This is an optimization exercise on Yosys and OpenROAD, whose aim is small area and a short achievable clock period, not a production implementation. At most, simulation tests tie the RTL to the original design; equivalence was not proved. No activity file was given, so power comes from the tool's default toggle rates.

Setup of the reference run:
Design ecc144_codec, start of the top module:
module ecc144_codec (
    input  wire         clk,
    input  wire         rst,
    input  wire         in_valid,
    input  wire         in_op,         
    input  wire [2:0]   in_src,
    input  wire [127:0] in_data,
    input  wire [15:0]  in_check,
    output reg          out_valid,
    output reg  [127:0] out_data,
    output reg  [15:0]  out_check,
    output reg  [1:0]   out_status,
    output reg  [5:0]   out_sym,
    output reg  [3:0]   out_err,
    output reg  [15:0]  corr_cnt,
    output reg  [15:0]  uncorr_cnt,
    output reg  [2:0]   last_src,
    output reg  [5:0]   last_sym,
    output reg  [3:0]   last_err
);
export LEC_CHECK = 0
export CAP_MARGIN = 20
export CORE_MARGIN = 2
export CORE_UTILIZATION = 40
export CTS_BUF_LIST = sky130_fd_sc_hd__clkbuf_8
export CTS_CLUSTER_DIAMETER = 50
export CTS_CLUSTER_SIZE = 16
export SETUP_SLACK_MARGIN = 4.5
export SLEW_MARGIN = 20
create_clock -name core_clock -period 7.5 [get_ports {clk}]
standard.sh (not shown) runs the stock make flow with config.mk's settings and CLKGATE_MAP_FILE= SYNTH_SCRIPT=/design/flow/synth_recipe.tcl, a recipe that flattens the netlist after the stock synthesis.
==> flow/flow/run.sh <==
#!/bin/bash
# The standard layout, with every port buffered by a buf_2 cell instead of the default
# clkdlybuf4s50_1 (smaller and faster); the tools' output goes to standard.log here.
set -euo pipefail
export BUFFER_PORTS_ARGS="-buffer_cell sky130_fd_sc_hd__buf_2"
bash standard.sh > standard.log 2>&1
[inputs] the trial run vs the reference run
--- a/flow/design.v
+++ b/flow/design.v
@@ -28,19 +28,14 @@
             for (i = 0; i < 4; i = i + 1)
                 if (y[i]) r = r ^ ({3'd0, x} << i);
             for (i = 6; i >= 4; i = i - 1)
                 if (r[i]) r = r ^ (7'h13 << (i - 4));
             gf_mul = r[3:0];
         end
     endfunction
-    function [3:0] col_q(input [3:0] a, input [3:0] b);
-        begin
-            col_q = gf_mul(a, a) ^ gf_mul(a, b) ^ gf_mul(4'h8, gf_mul(b, b));
-        end
-    endfunction
     wire [15:0] kg = in_check & {16{in_op}};
     wire [15:0] syn;
     wire t144 = in_data[87] ^ in_data[107];
     wire t145 = in_data[21] ^ in_data[29];
     wire t146 = in_data[39] ^ in_data[47];
     wire t147 = in_data[22] ^ in_data[30];
     wire t148 = in_data[69] ^ in_data[77];
@@ -470,31 +465,27 @@
     assign a_bin[1] = |{eq1[2], eq1[3], eq1[6], eq1[7], eq1[10], eq1[11], eq1[14], eq1[15]};
     assign a_bin[2] = |{eq1[4], eq1[5], eq1[6], eq1[7], eq1[12], eq1[13], eq1[14], eq1[15]};
     assign a_bin[3] = |eq1[15:8];
     wire [5:0] pos = is_data ? {1'b0, eq2[3], a_bin} : {2'b10, 2'b00, eq2[1], a_bin[0]};
     wire [1:0] dec_status = zero ? ST_OK : (corr ? ST_CORR : ST_UNCORR);
     wire [5:0] dec_sym    = corr ? pos : 6'd0;
     wire [3:0] dec_err    = corr ? s0 : 4'h0;
-    wire [15:0] eq3;
-    generate
-        for (gc = 0; gc < 16; gc = gc + 1) begin : g_eq3
-            assign eq3[gc] = (s3 == gf_mul(gc, s0));
-        end
-    endgenerate
+    wire g0 = r1_op & qok & eq2[0];
+    wire g1 = r1_op & qok & eq2[1];
+    wire g2 = r1_op & qok & eq2[2];
+    wire g3 = r1_op & qok & eq2[3];
     wire [127:0] cdata;
     generate
         for (gc = 0; gc < 16; gc = gc + 1) begin : g_cd
-            assign cdata[4*gc +: 4]      = s0 & {4{r1_op & eq1[gc] & eq2[2] & eq3[col_q(gc, 4'h2)]}};
-            assign cdata[64 + 4*gc +: 4] = s0 & {4{r1_op & eq1[gc] & eq2[3] & eq3[col_q(gc, 4'h3)]}};
+            assign cdata[4*gc +: 4]      = s0 & {4{g2 & eq1[gc]}};
+            assign cdata[64 + 4*gc +: 4] = s0 & {4{g3 & eq1[gc]}};
         end
     endgenerate
-    wire [15:0] ccheck = {s0 & {4{r1_op & eq1[1] & eq2[1] & eq3[col_q(4'h1, 4'h1)]}},
-                          s0 & {4{r1_op & eq1[0] & eq2[1] & eq3[col_q(4'h0, 4'h1)]}},
-                          s0 & {4{r1_op & eq1[1] & eq2[0] & eq3[col_q(4'h1, 4'h0)]}},
-                          s0 & {4{r1_op & eq1[0] & eq2[0] & eq3[col_q(4'h0, 4'h0)]}}};
+    wire [15:0] ccheck = {s0 & {4{g1 & eq1[1]}}, s0 & {4{g1 & eq1[0]}},
+                          s0 & {4{g0 & eq1[1]}}, s0 & {4{g0 & eq1[0]}}};
     reg [2:0] out_src;
     always @(posedge clk) begin
         if (rst) out_valid <= 1'b0;
         else     out_valid <= r1_valid;
         out_src    <= r1_src;
         out_data   <= r1_data ^ cdata;
         out_check  <= r1_op ? (r1_check ^ ccheck) : enc_check;
Findings:
- Looking at placed wire-length estimate, the trial run sits about 3.3% below the reference run.
- Compare the trial run and the reference run | multi-input gate count lower: the trial run
- Per the comparison of the trial run with the reference run, total clock buffers created by CTS went up 2, total global routing track utilization barely changed, clock latency on the worst-skew pair higher.
- The trial run vs. the reference run: antenna cell count went down, count of unique library cells instantiated by Yosys went down, period utilization did not really move, total power consumption of the routed design went up, setup slack went down.
- Per the comparison of the trial run with the reference run, fraction of area in multi-input gates decreased 1.6 points, area growth from synthesis to final layout went up by 4.7 points.
- Re share of final-layout standard cells stronger than drive strength 1: the trial run and the reference run aren't equal, and the lower value belongs to the reference run.
Only the layout flow was run in the trial run; the RTL was not checked for function there.

[port drivers added, routing unchanged]
No port has a modelled driver above. Below, the same layouts with a new extraction and two added sets of constraints. Step 1 assumes that a clkbuf_16 drives the clock port and a buf_2 every other input. Step 2 moves the port delays by t, midway between the first and last clock arrival at a register: inputs arrive t later, outputs are due t later. That takes back most of the time a late clock gives input paths. a / b / c = ideal / step 1 / step 2; a / b = the first two.
run	t, ns	slack for setup (ns)	worst setup path at the end
the reference run	0.646	4.494 / 4.508 / 3.862	input to register
the trial run	0.673	4.490 / 4.490 / 3.854	input to register
After both steps every run listed still meets setup and hold. For the trial run, which loses most, drivers alone change the setup slack by 0.000 ns; drivers and shift together by -0.636 ns.
